Background: an optimization exercise with open tools, aiming at small area. Do not read the settings as production practice. RTL that was checked went through simulation tests only; none was proved equivalent to the original.

==> inputs of v38 <==
## reseq
module reseq (
    input  wire        clk,
    input  wire        rst,            
    input  wire        in_valid,
    input  wire [22:0] in_seq,
    input  wire        in_sync,
    input  wire [19:0] in_handle,
    input  wire [11:0] timeout_cfg,    
    input  wire [15:0] idle_cfg,       
    output reg         out_valid,
    output wire [22:0] out_seq,
    output reg         out_lost,
    output reg  [19:0] out_handle,
    output reg         ev_dup,
    output reg         ev_window,
    output reg         ev_late,
    output reg         ev_unsynced,
    output reg         ev_resync,
    output reg  [5:0]  ev_flushed,
    output reg         active,
    output wire [22:0] rel_point,
    output wire [5:0]  held_count
);
export LEC_CHECK = 0
export CAP_MARGIN = 20
export CORE_MARGIN = 2
export CORE_UTILIZATION = 65
export CTS_BUF_LIST = sky130_fd_sc_hd__clkbuf_4 sky130_fd_sc_hd__clkbuf_8
export PLACE_DENSITY = 0.75
export SLEW_MARGIN = 20
create_clock -name core_clock -period 14.0 [get_ports {clk}]
run.sh (not shown) runs the stock make flow with config.mk's settings and CLKGATE_MAP_FILE= SYNTH_SCRIPT=/design/flow/synth_recipe.tcl, a recipe that flattens the netlist after the stock synthesis.
==> v29 (differences from v38) <==
CORE_UTILIZATION = 25   (was 65)
CTS_BUF_LIST = not set   (was sky130_fd_sc_hd__clkbuf_4 sky130_fd_sc_hd__clkbuf_8)
PLACE_DENSITY = 0.45   (was 0.75)
==> flow_summary_export.csv <==
group,metric,value,unit
critical_path,cp-end-kind,"output port",
final_layout,multi_input_area_share,0.265,
timing,relSlewSlack,0.306,
placed_design,place_congestion,0.867,
run_status,status,"no timing/DRC/antenna violations",
critical_path,critical_path_depth,12,
[end of results for v29]
==> flow_summary_export.csv <==
group,metric,value,unit
run_status,status,"no timing/DRC/antenna violations",
critical_path,critical_path_depth,34,
critical_path,cp-end-kind,"register",
placed_design,place_congestion,1.02,
timing,relSlewSlack,0.189,
[end of results for v38]

* * *

==> inputs of run F <==
==> flow/design.v <==
module reseq (
    input  wire        clk,
    input  wire        rst,            
    input  wire        in_valid,
    input  wire [22:0] in_seq,
    input  wire        in_sync,
    input  wire [19:0] in_handle,
    input  wire [11:0] timeout_cfg,    
    input  wire [15:0] idle_cfg,       
    output reg         out_valid,
    output wire [22:0] out_seq,
    output reg         out_lost,
    output wire [19:0] out_handle,
    output reg         ev_dup,
    output reg         ev_window,
    output reg         ev_late,
    output reg         ev_unsynced,
    output reg         ev_resync,
    output reg  [5:0]  ev_flushed,
    output reg         active,
    output wire [22:0] rel_point,
    output wire [5:0]  held_count
);
    localparam W = 32;
    reg [W-1:0]  valid;
    reg [11:0]   dl     [0:W-1];      
    reg [19:0]   handle [0:W-1];
    reg [11:0]   now;                 
    reg [5:0]    cnt;                 
    reg          lim_valid;
    reg [4:0]    ld;
    reg [15:0]   idle_cnt;
    reg [22:0]   last;                
    reg  [22:0] r;                    
    reg  [22:0] d;                    
    reg  [11:0] now_inc, deadline;    
    reg  [15:0] idle_inc;             
    reg         idle_ge;              
    reg         c, x;
    integer     b;
    always @* begin
        c = 1'b1;
        for (b = 0; b < 23; b = b + 1) begin
            r[b] = last[b] ^ c;
            c    = c & last[b];
        end
        c = 1'b0;
        for (b = 0; b < 23; b = b + 1) begin
            x    = in_seq[b] ^ ~last[b];
            d[b] = x ^ c;
            c    = (in_seq[b] & ~last[b]) | (c & x);
        end
        c = 1'b1;
        for (b = 0; b < 12; b = b + 1) begin
            now_inc[b] = now[b] ^ c;
            c          = c & now[b];
        end
        c = 1'b1;
        for (b = 0; b < 12; b = b + 1) begin
            x           = now[b] ^ timeout_cfg[b];
            deadline[b] = x ^ c;
            c           = (now[b] & timeout_cfg[b]) | (c & x);
        end
        c = 1'b1;
        for (b = 0; b < 16; b = b + 1) begin
            idle_inc[b] = idle_cnt[b] ^ c;
            c           = c & idle_cnt[b];
        end
        c = 1'b1;
        for (b = 0; b < 16; b = b + 1)
            c = (idle_cnt[b] & ~idle_cfg[b]) | (c & (idle_cnt[b] | ~idle_cfg[b]));
        idle_ge = c;
    end
    assign rel_point = r;
    assign out_seq   = last;
    assign out_handle = out_lost ? 20'd0 : handle[last[4:0]];
    wire [4:0]  r_idx  = r[4:0];
    wire [4:0]  in_idx = in_seq[4:0];
    wire d_zero   = (d == 23'd0);
    wire d_win    = (d[22:5] == 18'd0);           
    wire d_late   = d[22];                        
    assign held_count = cnt;
    wire v_in = valid[in_idx];
    wire v_r  = valid[r_idx];
    wire start     = in_valid && !active && in_sync;
    wire unsynced  = in_valid && !active && !in_sync;
    wire resync    = in_valid && active && in_sync && !d_win;
    wire in_norm   = in_valid && active && !resync;
    wire dup       = in_norm && d_win && v_in;
    wire bypass    = in_norm && d_zero && !v_r;
    wire hold      = in_norm && d_win && !d_zero && !v_in;
    wire win_drop  = in_norm && !d_win && !d_late;
    wire late_drop = in_norm && !d_win && d_late;
    wire restart   = start || resync;
    wire rel_cell = active && !resync && v_r;
    wire rel_lost = active && !resync && !v_r && !bypass && lim_valid;
    wire advance  = rel_cell || bypass || rel_lost;
    reg [W-1:0] r_dec;                
    reg [W-1:0] below_r;              
    reg [W-1:0] fire;
    reg [2*W-1:0] fv;
    reg [4:0]   fire_i;
    reg         fire_any;
    integer k;
    always @* begin
        for (k = 0; k < W; k = k + 1) begin
            r_dec[k] = (r_idx == k);
            fire[k]  = valid[k] && (dl[k] == now);
        end
        c = 1'b0;
        for (k = W - 1; k >= 0; k = k - 1) begin
            below_r[k] = c;
            c = c | r_dec[k];
        end
        fv = {fire & below_r, fire};
        fire_any = 1'b0;
        fire_i   = 5'd0;
        for (k = 2 * W - 1; k >= 0; k = k - 1) begin
            if (fv[k] && !fire_any)
                fire_i = fire_i | k[4:0];
            fire_any = fire_any | fv[k];
        end
    end
    reg [4:0] fire_k, fire_km1, ld_dec;
    reg       fire_gt;
    always @* begin
        c = 1'b1;
        for (b = 0; b < 5; b = b + 1) begin
            x         = fire_i[b] ^ ~r_idx[b];
            fire_k[b] = x ^ c;
            c         = (fire_i[b] & ~r_idx[b]) | (c & x);
        end
        c = 1'b0;
        for (b = 0; b < 5; b = b + 1) begin
            x           = fire_i[b] ^ ~r_idx[b];
            fire_km1[b] = x ^ c;
            c           = (fire_i[b] & ~r_idx[b]) | (c & x);
        end
        c = 1'b0;
        for (b = 0; b < 5; b = b + 1) begin
            ld_dec[b] = ~(ld[b] ^ c);
            c         = c | ld[b];
        end
        c = 1'b1;
        for (b = 0; b < 5; b = b + 1)
            c = (ld[b] & ~fire_k[b]) | (c & (ld[b] | ~fire_k[b]));
        fire_gt = !c;
    end
    wire       lim_move = fire_any && fire_k != 5'd0 && !resync &&
                          (!lim_valid || fire_gt);
    reg [5:0] cnt_inc, cnt_dec;
    always @* begin
        c = 1'b1;
        for (b = 0; b < 6; b = b + 1) begin
            cnt_inc[b] = cnt[b] ^ c;
            c          = c & cnt[b];
        end
        c = 1'b0;
        for (b = 0; b < 6; b = b + 1) begin
            cnt_dec[b] = ~(cnt[b] ^ c);
            c          = c | cnt[b];
        end
    end
    integer i;
    always @(posedge clk) begin
        for (i = 0; i < W; i = i + 1) begin
            if (in_idx == i && (!valid[i] || restart)) begin
                dl[i]     <= deadline;
                handle[i] <= in_handle;
            end
        end
        if (advance)
            ld <= lim_move ? fire_km1 : ld_dec;
        else if (lim_move)
            ld <= fire_k;
        if (rst) begin
            now         <= 12'd0;
            valid       <= {W{1'b0}};
            cnt         <= 6'd0;
            lim_valid   <= 1'b0;
            idle_cnt    <= 16'd0;
            active      <= 1'b0;
            last        <= {23{1'b1}};
            out_valid   <= 1'b0;
            out_lost    <= 1'b0;
            ev_dup      <= 1'b0;
            ev_window   <= 1'b0;
            ev_late     <= 1'b0;
            ev_unsynced <= 1'b0;
            ev_resync   <= 1'b0;
            ev_flushed  <= 6'd0;
        end else begin
            now <= now_inc;
            ev_dup      <= dup;
            ev_window   <= win_drop;
            ev_late     <= late_drop;
            ev_unsynced <= unsynced;
            ev_resync   <= resync;
            ev_flushed  <= resync ? cnt : 6'd0;
            out_valid <= restart || advance;
            out_lost  <= rel_lost;
            if (restart)
                last <= in_seq;
            else if (advance)
                last <= r;
            if (restart) begin
                active    <= 1'b1;
                valid     <= {W{1'b0}};
                cnt       <= 6'd0;
                lim_valid <= 1'b0;
            end else begin
                if (advance && lim_valid && ld == 5'd0)
                    lim_valid <= 1'b0;
                for (i = 0; i < W; i = i + 1) begin
                    if (rel_cell && r_dec[i])
                        valid[i] <= 1'b0;
                    if (hold && in_idx == i)
                        valid[i] <= 1'b1;
                end
                if (hold && !rel_cell)
                    cnt <= cnt_inc;
                else if (rel_cell && !hold)
                    cnt <= cnt_dec;
                if (lim_move)
                    lim_valid <= 1'b1;
            end
            if (active && !in_valid && cnt == 6'd0 && !lim_valid) begin
                if (idle_ge) begin
                    active   <= 1'b0;
                    idle_cnt <= 16'd0;
                end else begin
                    idle_cnt <= idle_inc;
                end
            end else begin
                idle_cnt <= 16'd0;
            end
        end
    end
endmodule
==> flow/flow/run.sh <==
#!/bin/bash
set -euo pipefail
export BUFFER_PORTS_ARGS="-buffer_cell sky130_fd_sc_hd__buf_1"
export CTS_ARGS="-sink_clustering_enable -repair_clock_nets -dont_use_dummy_load -buf_list sky130_fd_sc_hd__clkbuf_8 -sink_clustering_size 16 -sink_clustering_max_diameter 80"
bash standard.sh > make.log 2>&1
==> flow/standard.sh <==
#!/bin/bash
# synth_recipe.tcl (not shown) runs the flow's synth.tcl, then flattens the netlist and writes it again
# the make line also repeats each setting of config.mk as NAME=value (left out here)
make -C /OpenROAD-flow-scripts/flow DESIGN_CONFIG=/design/flow/config.mk WORK_HOME=/design/flow/orfs CLKGATE_MAP_FILE= SYNTH_SCRIPT=/design/flow/synth_recipe.tcl "${@:-finish}"
==> flow/config.mk <==
export PLATFORM = sky130hd
export DESIGN_NAME = reseq
export DESIGN_NICKNAME = reseq
export VERILOG_FILES = /design/flow/design.v
export SDC_FILE = /design/flow/constraint.sdc
export NUM_CORES = 4
export LEC_CHECK = 0
export CAP_MARGIN = 20
export CORE_MARGIN = 2
export CORE_UTILIZATION = 65
export PLACE_DENSITY = 0.75
export SLEW_MARGIN = 20
==> flow/constraint.sdc <==
create_clock -name core_clock -period 14.0 [get_ports {clk}]
set_input_delay 2.8000 -clock core_clock [delete_from_list [all_inputs] [get_ports {clk}]]
set_output_delay 2.8000 -clock core_clock [all_outputs]
set_load 0.01 [all_outputs]
==> inputs of run H, as changes to run F <==
==> flow/design.v, changed modules only <==
module reseq (
    input  wire        clk,
    input  wire        rst,            
    input  wire        in_valid,
    input  wire [22:0] in_seq,
    input  wire        in_sync,
    input  wire [19:0] in_handle,
    input  wire [11:0] timeout_cfg,    
    input  wire [15:0] idle_cfg,       
    output reg         out_valid,
    output wire [22:0] out_seq,
    output reg         out_lost,
    output wire [19:0] out_handle,
    output reg         ev_dup,
    output reg         ev_window,
    output reg         ev_late,
    output reg         ev_unsynced,
    output reg         ev_resync,
    output reg  [5:0]  ev_flushed,
    output reg         active,
    output wire [22:0] rel_point,
    output wire [5:0]  held_count
);
    localparam W = 32;
    reg [W-1:0]  valid;
    reg [11:0]   dl     [0:W-1];      
    reg [19:0]   handle [0:W-1];
    reg [11:0]   now;                 
    reg [5:0]    cnt;                 
    reg          lim_valid;
    reg [4:0]    ld;
    reg [15:0]   idle_cnt;
    reg [22:0]   last;                
    reg  [22:0] r;                    
    reg  [17:0] r_hi1;                
    reg         lo_lt;                
    reg         lt22;                 
    reg  [11:0] now_inc, deadline;    
    reg  [15:0] idle_inc;             
    reg         idle_ge;              
    reg         c, x;
    integer     b;
    always @* begin
        c = 1'b1;
        for (b = 0; b < 23; b = b + 1) begin
            r[b] = last[b] ^ c;
            c    = c & last[b];
        end
        c = 1'b1;
        for (b = 5; b < 23; b = b + 1) begin
            r_hi1[b-5] = r[b] ^ c;
            c          = c & r[b];
        end
        c = 1'b0;
        lo_lt = 1'b0;
        for (b = 0; b < 22; b = b + 1) begin
            c = (~in_seq[b] & r[b]) | (c & ~(in_seq[b] ^ r[b]));
            if (b == 4)
                lo_lt = c;
        end
        lt22 = c;
        c = 1'b1;
        for (b = 0; b < 12; b = b + 1) begin
            now_inc[b] = now[b] ^ c;
            c          = c & now[b];
        end
        c = 1'b1;
        for (b = 0; b < 12; b = b + 1) begin
            x           = now[b] ^ timeout_cfg[b];
            deadline[b] = x ^ c;
            c           = (now[b] & timeout_cfg[b]) | (c & x);
        end
        c = 1'b1;
        for (b = 0; b < 16; b = b + 1) begin
            idle_inc[b] = idle_cnt[b] ^ c;
            c           = c & idle_cnt[b];
        end
        c = 1'b1;
        for (b = 0; b < 16; b = b + 1)
            c = (idle_cnt[b] & ~idle_cfg[b]) | (c & (idle_cnt[b] | ~idle_cfg[b]));
        idle_ge = c;
    end
    assign rel_point = r;
    assign out_seq   = last;
    assign out_handle = out_lost ? 20'd0 : handle[last[4:0]];
    wire [4:0]  r_idx  = r[4:0];
    wire [4:0]  in_idx = in_seq[4:0];
    wire eq_lo    = (in_seq[4:0] == r[4:0]);
    wire eq_hi    = (in_seq[22:5] == r[22:5]);
    wire eq_hi1   = (in_seq[22:5] == r_hi1);
    wire d_zero   = eq_lo && eq_hi;
    wire d_win    = lo_lt ? eq_hi1 : eq_hi;       
    wire d_late   = in_seq[22] ^ r[22] ^ lt22;    
    assign held_count = cnt;
    wire v_in = valid[in_idx];
    wire v_r  = valid[r_idx];
    wire start     = in_valid && !active && in_sync;
    wire unsynced  = in_valid && !active && !in_sync;
    wire resync    = in_valid && active && in_sync && !d_win;
    wire in_norm   = in_valid && active && !resync;
    wire dup       = in_norm && d_win && v_in;
    wire bypass    = in_norm && d_zero && !v_r;
    wire hold      = in_norm && d_win && !d_zero && !v_in;
    wire win_drop  = in_norm && !d_win && !d_late;
    wire late_drop = in_norm && !d_win && d_late;
    wire restart   = start || resync;
    wire rel_cell = active && !resync && v_r;
    wire rel_lost = active && !resync && !v_r && !bypass && lim_valid;
    wire advance  = rel_cell || bypass || rel_lost;
    reg [W-1:0] r_dec;                
    reg [W-1:0] below_r;              
    reg [W-1:0] fire;
    reg [2*W-1:0] fv;
    reg [4:0]   fire_i;
    reg         fire_any;
    integer k;
    reg     c2;
    always @* begin
        for (k = 0; k < W; k = k + 1) begin
            r_dec[k] = (r_idx == k);
            fire[k]  = valid[k] && (dl[k] == now);
        end
        c2 = 1'b0;
        for (k = W - 1; k >= 0; k = k - 1) begin
            below_r[k] = c2;
            c2 = c2 | r_dec[k];
        end
        fv = {fire & below_r, fire};
        fire_any = 1'b0;
        fire_i   = 5'd0;
        for (k = 2 * W - 1; k >= 0; k = k - 1) begin
            if (fv[k] && !fire_any)
                fire_i = fire_i | k[4:0];
            fire_any = fire_any | fv[k];
        end
    end
    reg [4:0] fire_k, fire_km1, ld_dec;
    reg       fire_gt;
    reg       c3, x3;
    integer   b3;
    always @* begin
        c3 = 1'b1;
        for (b3 = 0; b3 < 5; b3 = b3 + 1) begin
            x3         = fire_i[b3] ^ ~r_idx[b3];
            fire_k[b3] = x3 ^ c3;
            c3         = (fire_i[b3] & ~r_idx[b3]) | (c3 & x3);
        end
        c3 = 1'b0;
        for (b3 = 0; b3 < 5; b3 = b3 + 1) begin
            x3           = fire_i[b3] ^ ~r_idx[b3];
            fire_km1[b3] = x3 ^ c3;
            c3           = (fire_i[b3] & ~r_idx[b3]) | (c3 & x3);
        end
        c3 = 1'b0;
        for (b3 = 0; b3 < 5; b3 = b3 + 1) begin
            ld_dec[b3] = ~(ld[b3] ^ c3);
            c3         = c3 | ld[b3];
        end
        c3 = 1'b1;
        for (b3 = 0; b3 < 5; b3 = b3 + 1)
            c3 = (ld[b3] & ~fire_k[b3]) | (c3 & (ld[b3] | ~fire_k[b3]));
        fire_gt = !c3;
    end
    wire       lim_move = fire_any && fire_k != 5'd0 && !resync &&
                          (!lim_valid || fire_gt);
    reg [5:0] cnt_inc, cnt_dec;
    reg       c4;
    integer   b4;
    always @* begin
        c4 = 1'b1;
        for (b4 = 0; b4 < 6; b4 = b4 + 1) begin
            cnt_inc[b4] = cnt[b4] ^ c4;
            c4          = c4 & cnt[b4];
        end
        c4 = 1'b0;
        for (b4 = 0; b4 < 6; b4 = b4 + 1) begin
            cnt_dec[b4] = ~(cnt[b4] ^ c4);
            c4          = c4 | cnt[b4];
        end
    end
    integer i;
    always @(posedge clk) begin
        for (i = 0; i < W; i = i + 1) begin
            if (in_idx == i && (!valid[i] || restart)) begin
                dl[i]     <= deadline;
                handle[i] <= in_handle;
            end
        end
        if (advance)
            ld <= lim_move ? fire_km1 : ld_dec;
        else if (lim_move)
            ld <= fire_k;
        if (rst) begin
            now         <= 12'd0;
            valid       <= {W{1'b0}};
            cnt         <= 6'd0;
            lim_valid   <= 1'b0;
            idle_cnt    <= 16'd0;
            active      <= 1'b0;
            last        <= {23{1'b1}};
            out_valid   <= 1'b0;
            out_lost    <= 1'b0;
            ev_dup      <= 1'b0;
            ev_window   <= 1'b0;
            ev_late     <= 1'b0;
            ev_unsynced <= 1'b0;
            ev_resync   <= 1'b0;
            ev_flushed  <= 6'd0;
        end else begin
            now <= now_inc;
            ev_dup      <= dup;
            ev_window   <= win_drop;
            ev_late     <= late_drop;
            ev_unsynced <= unsynced;
            ev_resync   <= resync;
            ev_flushed  <= resync ? cnt : 6'd0;
            out_valid <= restart || advance;
            out_lost  <= rel_lost;
            if (restart)
                last <= in_seq;
            else if (advance)
                last <= r;
            if (restart) begin
                active    <= 1'b1;
                valid     <= {W{1'b0}};
                cnt       <= 6'd0;
                lim_valid <= 1'b0;
            end else begin
                if (advance && lim_valid && ld == 5'd0)
                    lim_valid <= 1'b0;
                for (i = 0; i < W; i = i + 1) begin
                    if (rel_cell && r_dec[i])
                        valid[i] <= 1'b0;
                    if (hold && in_idx == i)
                        valid[i] <= 1'b1;
                end
                if (hold && !rel_cell)
                    cnt <= cnt_inc;
                else if (rel_cell && !hold)
                    cnt <= cnt_dec;
                if (lim_move)
                    lim_valid <= 1'b1;
            end
            if (active && !in_valid && cnt == 6'd0 && !lim_valid) begin
                if (idle_ge) begin
                    active   <= 1'b0;
                    idle_cnt <= 16'd0;
                end else begin
                    idle_cnt <= idle_inc;
                end
            end else begin
                idle_cnt <= 16'd0;
            end
        end
    end
endmodule
==> flow/flow/run.sh (replaced) <==
#!/bin/bash
set -euo pipefail
export BUFFER_PORTS_ARGS="-buffer_cell sky130_fd_sc_hd__buf_1"
export CTS_ARGS="-sink_clustering_enable -repair_clock_nets -dont_use_dummy_load -buf_list sky130_fd_sc_hd__clkbuf_8 -sink_clustering_size 14 -sink_clustering_max_diameter 70"
bash standard.sh > make.log 2>&1
==> inputs of run A, as changes to run F <==
==> flow/design.v, changed modules only <==
module reseq (
    input  wire        clk,
    input  wire        rst,            
    input  wire        in_valid,
    input  wire [22:0] in_seq,
    input  wire        in_sync,
    input  wire [19:0] in_handle,
    input  wire [11:0] timeout_cfg,    
    input  wire [15:0] idle_cfg,       
    output reg         out_valid,
    output wire [22:0] out_seq,
    output reg         out_lost,
    output wire [19:0] out_handle,
    output reg         ev_dup,
    output reg         ev_window,
    output reg         ev_late,
    output reg         ev_unsynced,
    output reg         ev_resync,
    output reg  [5:0]  ev_flushed,
    output reg         active,
    output wire [22:0] rel_point,
    output wire [5:0]  held_count
);
    localparam W = 32;
    reg [W-1:0]  valid;
    reg [11:0]   dl     [0:W-1];      
    reg [19:0]   handle [0:W-1];
    reg [11:0]   now;                 
    reg [5:0]    cnt;                 
    reg          lim_valid;
    reg [4:0]    ld;
    reg [15:0]   idle_cnt;
    reg [22:0]   last;                
    reg  [22:0] r;                    
    reg  [17:0] r_hi1;                
    reg         lo_lt;                
    reg         lt22;                 
    reg  [11:0] now_inc, deadline;    
    reg  [15:0] idle_inc;             
    reg         idle_ge;              
    reg         c, x;
    integer     b;
    always @* begin
        c = 1'b1;
        for (b = 0; b < 23; b = b + 1) begin
            r[b] = last[b] ^ c;
            c    = c & last[b];
        end
        c = 1'b1;
        for (b = 5; b < 23; b = b + 1) begin
            r_hi1[b-5] = r[b] ^ c;
            c          = c & r[b];
        end
        c = 1'b0;
        lo_lt = 1'b0;
        for (b = 0; b < 22; b = b + 1) begin
            c = (~in_seq[b] & r[b]) | (c & ~(in_seq[b] ^ r[b]));
            if (b == 4)
                lo_lt = c;
        end
        lt22 = c;
        c = 1'b1;
        for (b = 0; b < 12; b = b + 1) begin
            now_inc[b] = now[b] ^ c;
            c          = c & now[b];
        end
        c = 1'b1;
        for (b = 0; b < 12; b = b + 1) begin
            x           = now[b] ^ timeout_cfg[b];
            deadline[b] = x ^ c;
            c           = (now[b] & timeout_cfg[b]) | (c & x);
        end
        c = 1'b1;
        for (b = 0; b < 16; b = b + 1) begin
            idle_inc[b] = idle_cnt[b] ^ c;
            c           = c & idle_cnt[b];
        end
        c = 1'b1;
        for (b = 0; b < 16; b = b + 1)
            c = (idle_cnt[b] & ~idle_cfg[b]) | (c & (idle_cnt[b] | ~idle_cfg[b]));
        idle_ge = c;
    end
    assign rel_point = r;
    assign out_seq   = out_valid ? last : 23'd0;
    assign out_handle = (out_valid && !out_lost) ? handle[last[4:0]] : 20'd0;
    wire [4:0]  r_idx  = r[4:0];
    wire [4:0]  in_idx = in_seq[4:0];
    wire eq_lo    = (in_seq[4:0] == r[4:0]);
    wire eq_hi    = (in_seq[22:5] == r[22:5]);
    wire eq_hi1   = (in_seq[22:5] == r_hi1);
    wire d_zero   = eq_lo && eq_hi;
    wire d_win    = lo_lt ? eq_hi1 : eq_hi;       
    wire d_late   = in_seq[22] ^ r[22] ^ lt22;    
    assign held_count = cnt;
    wire v_in = valid[in_idx];
    wire v_r  = valid[r_idx];
    wire start     = in_valid && !active && in_sync;
    wire unsynced  = in_valid && !active && !in_sync;
    wire resync    = in_valid && active && in_sync && !d_win;
    wire in_norm   = in_valid && active && !resync;
    wire dup       = in_norm && d_win && v_in;
    wire bypass    = in_norm && d_zero && !v_r;
    wire hold      = in_norm && d_win && !d_zero && !v_in;
    wire win_drop  = in_norm && !d_win && !d_late;
    wire late_drop = in_norm && !d_win && d_late;
    wire restart   = start || resync;
    wire rel_cell = active && !resync && v_r;
    wire rel_lost = active && !resync && !v_r && !bypass && lim_valid;
    wire advance  = rel_cell || bypass || rel_lost;
    reg [W-1:0] r_dec;                
    reg [W-1:0] below_r;              
    reg [W-1:0] fire;
    reg [2*W-1:0] fv;
    reg [4:0]   fire_i;
    reg         fire_any;
    integer k;
    reg     c2;
    always @* begin
        for (k = 0; k < W; k = k + 1) begin
            r_dec[k] = (r_idx == k);
            fire[k]  = valid[k] && (dl[k] == now);
        end
        c2 = 1'b0;
        for (k = W - 1; k >= 0; k = k - 1) begin
            below_r[k] = c2;
            c2 = c2 | r_dec[k];
        end
        fv = {fire & below_r, fire};
        fire_any = 1'b0;
        fire_i   = 5'd0;
        for (k = 2 * W - 1; k >= 0; k = k - 1) begin
            if (fv[k] && !fire_any)
                fire_i = fire_i | k[4:0];
            fire_any = fire_any | fv[k];
        end
    end
    reg [4:0] fire_k, fire_km1, ld_dec;
    reg       fire_gt;
    reg       c3, x3;
    integer   b3;
    always @* begin
        c3 = 1'b1;
        for (b3 = 0; b3 < 5; b3 = b3 + 1) begin
            x3         = fire_i[b3] ^ ~r_idx[b3];
            fire_k[b3] = x3 ^ c3;
            c3         = (fire_i[b3] & ~r_idx[b3]) | (c3 & x3);
        end
        c3 = 1'b0;
        for (b3 = 0; b3 < 5; b3 = b3 + 1) begin
            x3           = fire_i[b3] ^ ~r_idx[b3];
            fire_km1[b3] = x3 ^ c3;
            c3           = (fire_i[b3] & ~r_idx[b3]) | (c3 & x3);
        end
        c3 = 1'b0;
        for (b3 = 0; b3 < 5; b3 = b3 + 1) begin
            ld_dec[b3] = ~(ld[b3] ^ c3);
            c3         = c3 | ld[b3];
        end
        c3 = 1'b1;
        for (b3 = 0; b3 < 5; b3 = b3 + 1)
            c3 = (ld[b3] & ~fire_k[b3]) | (c3 & (ld[b3] | ~fire_k[b3]));
        fire_gt = !c3;
    end
    wire       lim_move = fire_any && fire_k != 5'd0 && !resync &&
                          (!lim_valid || fire_gt);
    reg [5:0] cnt_inc, cnt_dec;
    reg       c4;
    integer   b4;
    always @* begin
        c4 = 1'b1;
        for (b4 = 0; b4 < 6; b4 = b4 + 1) begin
            cnt_inc[b4] = cnt[b4] ^ c4;
            c4          = c4 & cnt[b4];
        end
        c4 = 1'b0;
        for (b4 = 0; b4 < 6; b4 = b4 + 1) begin
            cnt_dec[b4] = ~(cnt[b4] ^ c4);
            c4          = c4 | cnt[b4];
        end
    end
    integer i;
    always @(posedge clk) begin
        for (i = 0; i < W; i = i + 1) begin
            if (in_idx == i && (!valid[i] || restart)) begin
                dl[i]     <= deadline;
                handle[i] <= in_handle;
            end
        end
        if (advance)
            ld <= lim_move ? fire_km1 : ld_dec;
        else if (lim_move)
            ld <= fire_k;
        if (rst) begin
            now         <= 12'd0;
            valid       <= {W{1'b0}};
            cnt         <= 6'd0;
            lim_valid   <= 1'b0;
            idle_cnt    <= 16'd0;
            active      <= 1'b0;
            last        <= {23{1'b1}};
            out_valid   <= 1'b0;
            out_lost    <= 1'b0;
            ev_dup      <= 1'b0;
            ev_window   <= 1'b0;
            ev_late     <= 1'b0;
            ev_unsynced <= 1'b0;
            ev_resync   <= 1'b0;
            ev_flushed  <= 6'd0;
        end else begin
            now <= now_inc;
            ev_dup      <= dup;
            ev_window   <= win_drop;
            ev_late     <= late_drop;
            ev_unsynced <= unsynced;
            ev_resync   <= resync;
            ev_flushed  <= resync ? cnt : 6'd0;
            out_valid <= restart || advance;
            out_lost  <= rel_lost;
            if (restart)
                last <= in_seq;
            else if (advance)
                last <= r;
            if (restart) begin
                active    <= 1'b1;
                valid     <= {W{1'b0}};
                cnt       <= 6'd0;
                lim_valid <= 1'b0;
            end else begin
                if (advance && lim_valid && ld == 5'd0)
                    lim_valid <= 1'b0;
                for (i = 0; i < W; i = i + 1) begin
                    if (rel_cell && r_dec[i])
                        valid[i] <= 1'b0;
                    if (hold && in_idx == i)
                        valid[i] <= 1'b1;
                end
                if (hold && !rel_cell)
                    cnt <= cnt_inc;
                else if (rel_cell && !hold)
                    cnt <= cnt_dec;
                if (lim_move)
                    lim_valid <= 1'b1;
            end
            if (active && !in_valid && cnt == 6'd0 && !lim_valid) begin
                if (idle_ge) begin
                    active   <= 1'b0;
                    idle_cnt <= 16'd0;
                end else begin
                    idle_cnt <= idle_inc;
                end
            end else begin
                idle_cnt <= 16'd0;
            end
        end
    end
endmodule
==> flow/flow/run.sh (replaced) <==
#!/bin/bash
set -euo pipefail
export BUFFER_PORTS_ARGS="-buffer_cell sky130_fd_sc_hd__buf_1"
export CTS_ARGS="-sink_clustering_enable -repair_clock_nets -dont_use_dummy_load -buf_list sky130_fd_sc_hd__clkbuf_8 -sink_clustering_size 14 -sink_clustering_max_diameter 70"
bash standard.sh > make.log 2>&1
==> impl_metrics.ini <==
[setup_path]
crit_required_ns = 11.20
cp_num_cells = 23

[cells_and_area]
area.growth.synth_to_final_pct = 7.25
finalNetCount = 3743

[synth]
synth_compound_area_frac = 0.0948
synth_cell_type_count = 92

[status]
status = finished clean
the above is filed under run A

==> impl_metrics.ini <==
[cells_and_area]
area.growth.synth_to_final_pct = 8.26

[setup_path]
cp_num_cells = 32
crit_required_ns = 14.32

[status]
status = finished clean

[synth]
synth_cell_type_count = 100
synth_compound_area_frac = 0.0899
the above is filed under run F

==> impl_metrics.ini <==
[setup_path]
crit_required_ns = 14.42
cp_num_cells = 35

[cells_and_area]
finalNetCount = 3711
area.growth.synth_to_final_pct = 7.96

[status]
status = finished clean

[power]
seq_power_share = 0.640
the above is filed under run H

No functional check of the RTL was part of run F.

-- separate check: timing with driven ports --
The flow's constraints put no driver on any port. The routed layouts listed below were extracted and timed again, unchanged, in two steps. Step 1: set_driving_cell puts a clkbuf_16 on clk and a buf_2 on each other input, an assumption about the parent block. Step 2 adds t to the input delays and takes it off the output delays; t is the mean of the earliest and latest rising clock arrival at the registers after step 1. Input paths then give back, and output paths get back, about the clock's delay inside the block. a / b / c = no drivers / after step 1 / after step 2; a / b = the first two.
| run | t, ns | setup WS [ns] | clock arrival spread, ns |
|---|---|---|---|
| v38 | 0.897 | 5.271 / 5.271 / 5.271 | 0.061 / 0.061 |
| v29 | 0.835 | 5.301 / 5.212 / 4.934 | 0.074 / 0.074 |
| run F | 0.739 | 1.111 / 1.154 / 0.415 | 0.177 / 0.178 |
| run H | 0.761 | 4.395 / 4.395 / 4.395 | 0.104 / 0.105 |
| run A | 0.787 | 5.019 / 4.951 / 5.095 | 0.139 / 0.138 |
After both steps every run listed still meets setup and hold. For run F, which loses most, drivers alone change the setup slack by +0.043 ns; drivers and shift together by -0.696 ns.
